What follows belongs to an exercise in optimizing a design on an open flow for small area and a short achievable clock period; a production flow would make more cautious choices. The RTL was checked by simulation tests, not by an equivalence proof against the original design.

===== flow/config.mk =====
export PLATFORM = sky130hd
export DESIGN_NAME = fpfma
export DESIGN_NICKNAME = fpfma
export VERILOG_FILES = /design/flow/design.v
export SDC_FILE = /design/flow/constraint.sdc
export NUM_CORES = 4
export LEC_CHECK = 0
export CAP_MARGIN = 20
export CORE_MARGIN = 2
export CORE_UTILIZATION = 40
export SLEW_MARGIN = 20

===== flow/constraint.sdc =====
create_clock -name core_clock -period 26.0 [get_ports {clk}]
set_input_delay 5.2000 -clock core_clock [delete_from_list [all_inputs] [get_ports {clk}]]
set_output_delay 5.2000 -clock core_clock [all_outputs]
set_load 0.01 [all_outputs]

===== flow/design.v =====
module fpfma (
    input  wire        clk,
    input  wire [2:0]  op,       
    input  wire [31:0] a,
    input  wire [31:0] b,
    input  wire [31:0] c,
    output reg  [31:0] result,
    output reg  [4:0]  flags
);
    localparam [31:0] QNAN = 32'h7FC0_0000;
    localparam [31:0] ONE  = 32'h3F80_0000;
    reg [31:0] x, y, z;
    always @(*) begin
        x = a;
        y = b;
        z = c;
        case (op)
            3'd0: begin y = ONE; z = b; end
            3'd1: begin y = ONE; z = {~b[31], b[30:0]}; end
            3'd2: begin z = 32'h8000_0000; end
            3'd4: begin x = {~a[31], a[30:0]}; end
            default: ;
        endcase
    end
    wire        sx = x[31], sy = y[31], sz = z[31];
    wire [7:0]  ex = x[30:23], ey = y[30:23], ez = z[30:23];
    wire [22:0] fx = x[22:0], fy = y[22:0], fz = z[22:0];
    wire x_zero = (ex == 8'd0);
    wire y_zero = (ey == 8'd0);
    wire z_zero = (ez == 8'd0);
    wire x_inf  = (ex == 8'hFF) && (fx == 23'd0);
    wire y_inf  = (ey == 8'hFF) && (fy == 23'd0);
    wire z_inf  = (ez == 8'hFF) && (fz == 23'd0);
    wire x_nan  = (ex == 8'hFF) && (fx != 23'd0);
    wire y_nan  = (ey == 8'hFF) && (fy != 23'd0);
    wire z_nan  = (ez == 8'hFF) && (fz != 23'd0);
    wire x_snan = x_nan && !fx[22];
    wire y_snan = y_nan && !fy[22];
    wire z_snan = z_nan && !fz[22];
    wire [23:0] mx = x_zero ? 24'd0 : {1'b1, fx};
    wire [23:0] my = y_zero ? 24'd0 : {1'b1, fy};
    wire [23:0] mz = z_zero ? 24'd0 : {1'b1, fz};
    wire sp     = sx ^ sy;             
    wire p_zero = x_zero || y_zero;
    wire [47:0] prod = mx * my;
    wire [76:0] pf   = {27'd0, prod, 2'b00};
    wire signed [11:0] d  = $signed({4'd0, ez}) - $signed({4'd0, ex})
                            - $signed({4'd0, ey}) + 12'sd150;
    wire signed [11:0] sh_raw = 12'sd51 - d;
    wire        zbase  = p_zero || (!z_zero && sh_raw < 12'sd0);
    reg  [7:0]  sh;
    always @(*) begin
        if (zbase || sh_raw < 12'sd0)
            sh = 8'd0;
        else if (sh_raw > 12'sd100)
            sh = 8'd100;
        else
            sh = sh_raw[7:0];
    end
    wire [176:0] zwide   = {mz, 153'd0};
    wire [176:0] zshift  = zwide >> sh;
    wire [76:0]  zal     = zshift[176:100];
    wire         zsticky = (zshift[99:0] != 100'd0);
    wire [76:0]  zf      = {zal[76:1], zal[0] | zsticky};
    wire        sub  = sp ^ sz;
    wire [77:0] sum  = sub ? ({1'b0, pf} - {1'b0, zf}) : ({1'b0, pf} + {1'b0, zf});
    wire        neg  = sub && sum[77];
    wire [76:0] mag  = neg ? (~sum[76:0] + 77'd1) : sum[76:0];
    wire        rsign = neg ? ~sp : sp;
    reg [6:0] lead;
    integer   i;
    always @(*) begin
        lead = 7'd0;
        for (i = 0; i < 77; i = i + 1)
            if (mag[i]) lead = i[6:0];
    end
    wire [76:0] norm   = mag << (7'd76 - lead);
    wire [23:0] mant   = norm[76:53];
    wire        rbit   = norm[52];
    wire        sticky = (norm[51:0] != 52'd0);
    wire        rinc   = rbit & (sticky | mant[0]);
    wire [24:0] mant_r = {1'b0, mant} + {24'd0, rinc};
    wire signed [11:0] ebase = zbase ? ($signed({4'd0, ez}) - 12'sd76)
                                     : ($signed({4'd0, ex}) + $signed({4'd0, ey}) - 12'sd175);
    wire signed [11:0] exp_n = ebase + $signed({5'd0, lead});
    wire signed [11:0] exp_r = exp_n + (mant_r[24] ? 12'sd1 : 12'sd0);
    wire        inexact = rbit | sticky;
    reg [31:0] res;
    reg [4:0]  flg;
    always @(*) begin
        res = QNAN;
        flg = 5'd0;
        if (x_nan || y_nan || z_nan) begin
            res = QNAN;
            flg = {4'd0, x_snan | y_snan | z_snan};
        end else if (x_inf || y_inf) begin
            if (x_zero || y_zero || (z_inf && (sz != sp))) begin
                res = QNAN;
                flg = 5'b00001;
            end else begin
                res = {sp, 8'hFF, 23'd0};
            end
        end else if (z_inf) begin
            res = {sz, 8'hFF, 23'd0};
        end else if (mag == 77'd0) begin
            res = {p_zero && z_zero && sp && sz, 31'd0};
        end else if (exp_n <= 12'sd0) begin
            res = {rsign, 31'd0};
            flg = 5'b11000;
        end else if (exp_r >= 12'sd255) begin
            res = {rsign, 8'hFF, 23'd0};
            flg = 5'b10100;
        end else begin
            res = {rsign, exp_r[7:0], (mant_r[24] ? 23'd0 : mant_r[22:0])};
            flg = {inexact, 4'd0};
        end
    end
    always @(posedge clk) begin
        result <= res;
        flags  <= flg;
    end
endmodule

===== flow/run.sh =====
#!/bin/bash
# synth_recipe.tcl (not shown) runs the flow's synth.tcl, then flattens the netlist and writes it again
# the make line also repeats each setting of config.mk as NAME=value (left out here)
make -C /OpenROAD-flow-scripts/flow DESIGN_CONFIG=/design/flow/config.mk WORK_HOME=/design/flow/orfs CLKGATE_MAP_FILE= SYNTH_SCRIPT=/design/flow/synth_recipe.tcl finish

==> results.py <==
metrics = {
    "critical_path": {
        "crit_required_ps": 26200,
        "cp-end-kind": "register",
        "slowest_delay_ps": 560,
        "cpMostUsedCell": "o21ai_2",
        "start_kind": "primary input",
        "crit_slowest_cell": "or4_4",
        "worstPathArrival_ps": 25360,
        "critPathKind": "in2reg",
        "crit_path_max_fanout": 8,
    },
    "global_route": {
        "top_usage_layer": "met2",
        "grt_usage_pct": 38.05,
        "grt_max_degree": 62,
        "overflow": 0,
        "grt_pass1_vias": 54511,
        "antenna_found_initial": 3,
        "grt_pass1_wl_mm": 351.4,
        "grt_util_met2_pct": 59.49,
        "grt_use_met1_pct": 52.46,
        "met3_usage_pct": 6.759,
    },
    "detailed_routing": {
        "vias": 55691,
        "wl_per_cell_um": 25.78,
        "antenna_left": 0,
        "via_per_inst": 6.095,
        "first_pass_iters": 8,
        "drtIter0Drc": 6177,
        "drc": 0,
        "wirelength_mm": 235.6,
    },
    "run_status": {
        "status": "complete, no violations",
    },
    "timing": {
        "maxSlewHeadroom_pct": 23.01,
        "slew_viol_final": 0,
        "max_freq_mhz": 39.75,
        "worstMarginPinSlew_ps": 1147,
        "setup_viol": 0,
        "period_needed_ps": 25160,
        "fin_setup_tns_ps": 0,
        "fin_crit_sh_pct": 96.75,
        "whs_ps": 5895,
        "hold_viol_final": 0,
    },
    "floorplan": {
        "core_area_um2": 116500,
        "fp-row-count": 125,
        "die_x_um": 347.4,
        "io_pins": 137,
        "die_height_um": 347.4,
        "start_util_pct": 40.48,
        "dieArea_um2": 120700,
    },
    "layout": {
        "utilization_pct": 52.17,
        "syn_to_final_growth_pct": 28.86,
        "final_cell_mix": "1362 x buf_4, 790 x inv_1, 716 x nand2_1",
        "nets": 8521,
        "drive_above_1_share_pct": 24.03,
        "nFillCells": 11580,
        "layout_commonest_cell": "buf_4",
    },
    "yosys": {
        "synth_top_area_cell": "fa_1",
        "yosysUniqueCellTypes": 129,
        "syn_nets": 7359,
        "ys_ff_latch": 36,
        "yosysSeqAreaShare_pct": 1.528,
        "synth.top_cell.area_share_pct": 20.71,
        "synthFlopType": "dfxtp_1",
        "synthCells": 6447,
        "async_flop_share_pct": 0,
        "ys_top_cells_by_area": "fa_1 21%, ha_1 8.6%, inv_1 6.3%",
        "ys_warn_count": 1,
        "synth_area_um2": 47170,
        "synth_edf_count": 0,
        "avgSynthCellArea_um2": 7.317,
    },
    "placement": {
        "hpwlAfterDp_mm": 200.0,
        "io_buffers": 135,
        "gp_congestion": 1.035,
    },
    "clocking": {
        "cts_sinks": 36,
        "cts_tree": "built",
        "cts_buffer_depth": 2,
        "root_buffer": "clkbuf_16",
        "numCtsBuffers": 5,
        "htreeDepth": 2,
        "clk_pin_slew_ps": 50,
    },
    "worst_hold_path": {
        "hp-start": "a[28]",
        "hp-class": "in2reg",
        "holdPathStages": 6,
        "holdPathEnd": "result[24]",
    },
    "run": {
        "maxCapViolations": 0,
    },
}
-- routing by layer --
| layer | part of all wire (%) | wire length, µm |
|---|---|---|
| met1 | 42 | 99280 |
| met2 | 44 | 103200 |
| met3 | 9.6 | 22630 |
| met4 | 4.4 | 10450 |
| met5 | 0.0047 | 11 |
-- flip-flops by register name (all words and copies together) (netlist names) --
| name | cells |
|---|---|
| result | 32 |
| flags | 4 |
-- area by class of cell --
cell class	count	area, µm²	share of cell area [%]
Multi-Input combinational cell	5239	42880	70.55
Timing Repair Buffer	1527	12100	19.91
Inverter	800	3010	4.952
Tap cell	1524	1907	3.137
Sequential cell	36	720.7	1.186
Clock buffer	6	138.9	0.2285
Clock inverter	2	13.76	0.02264
Antenna cell	3	7.507	0.01235
-- timing repair --
| action | in CTS | in global routing |
|---|---|---|
| hold endpoints to repair | 0 | 0 |
| gates cloned | 0 | 2 |
| gates resized for setup | 55 | 196 |
| pin swaps | 17 | 121 |
| buffers inserted | 7 | 37 |
| endpoints found under the setup margin | 33 | 33 |
| hold buffers | 0 | 0 |
-- cell usage after synthesis, drive strengths merged (29+ instances only) --
cell type  number
and3           69
nor4           91
a21oi         326
a22oi          60
o31ai          45
o21ai         284
mux2i         144
fa            488
nand2         722
nand2b         46
a31oi          69
a211oi         83
a221oi         33
o21bai         47
a21boi         33
nand4          83
o22ai          45
or2            43
inv           799
ha            324
nor3          165
and2          242
dfxtp          36
xnor2         177
o211ai         74
a21o           50
buf           125
or3            54
a211o          29
clkbuf        247
mux2           36
o21a           40
nor2          552
xor2           65
nand3         187
mux4           51
-- cells by family after synthesis --
logic type	count (synthesis)	synth area share (%)
AOI/OAI and AO/OA	1570	23.46
and+or+nand+nor	2383	24.88
adders and majority gates	812	29.30
buffers and inverters	1172	9.949
DFF	36	1.528
other	1	0.007950
muxes	231	6.366
xor gates and xnor gates	242	4.509
-- through the flow --
stage | setup slack (ps) | std cells | area, µm²
after floorplan | 52.27 | 6447 | 47280
after global placement | -1199 | 9079 | 59220
after detailed placement | -1594 | 9080 | 59240
after CTS | 17.93 | 9095 | 59640
after global routing | -247.7 | 9134 | 60780
final | 844.9 | 9137 | 60790
-- critical path: cells and delay by family --
family	cells	cell delay [ps]
multiplexers	2	740
buffers and inverters	17	2280
AO/OA/AOI/OAI	43	6910
XOR/XNOR	1	130
adder cells (fa/ha/maj)	12	4440
AND/OR/NAND/NOR	31	5580
-- worst max-delay path by stage --
stage,from,end,slack [ps],cells after the start
floorplan,op[1],result[16],50,112
global placement,b[24],result[0],-1200,109
detailed placement,a[25],result[20],-1590,109
CTS,a[25],result[0],20,101
global route,b[24],result[14],-250,109
finish,op[1],result[11],840,106

static timing again, ports no longer ideal:
The flow's constraints put no driver on any port. The routed layout listed below was extracted and timed again, unchanged, in two steps.
Step 1 sets driving cells, clkbuf_16 on the clock port and buf_2 on the other inputs (assumed; they add their load-dependent delay and slew).
Step 2 moves the port delays by t, midway between the first and last clock arrival at a register: inputs arrive t later, outputs are due t later. That takes back most of the time a late clock gives input paths.
Three values: no drivers, after step 1, after step 2; two values: the first two.
t (ns): 0.304
slack for setup (ns): 0.845 / 0.852 / 0.548
hold WS [ns]: 5.895 / 5.888 / 5.955
After both steps this run still meets setup and hold. The setup slack of this run moves by +0.007 ns with the drivers and by -0.297 ns with both steps.
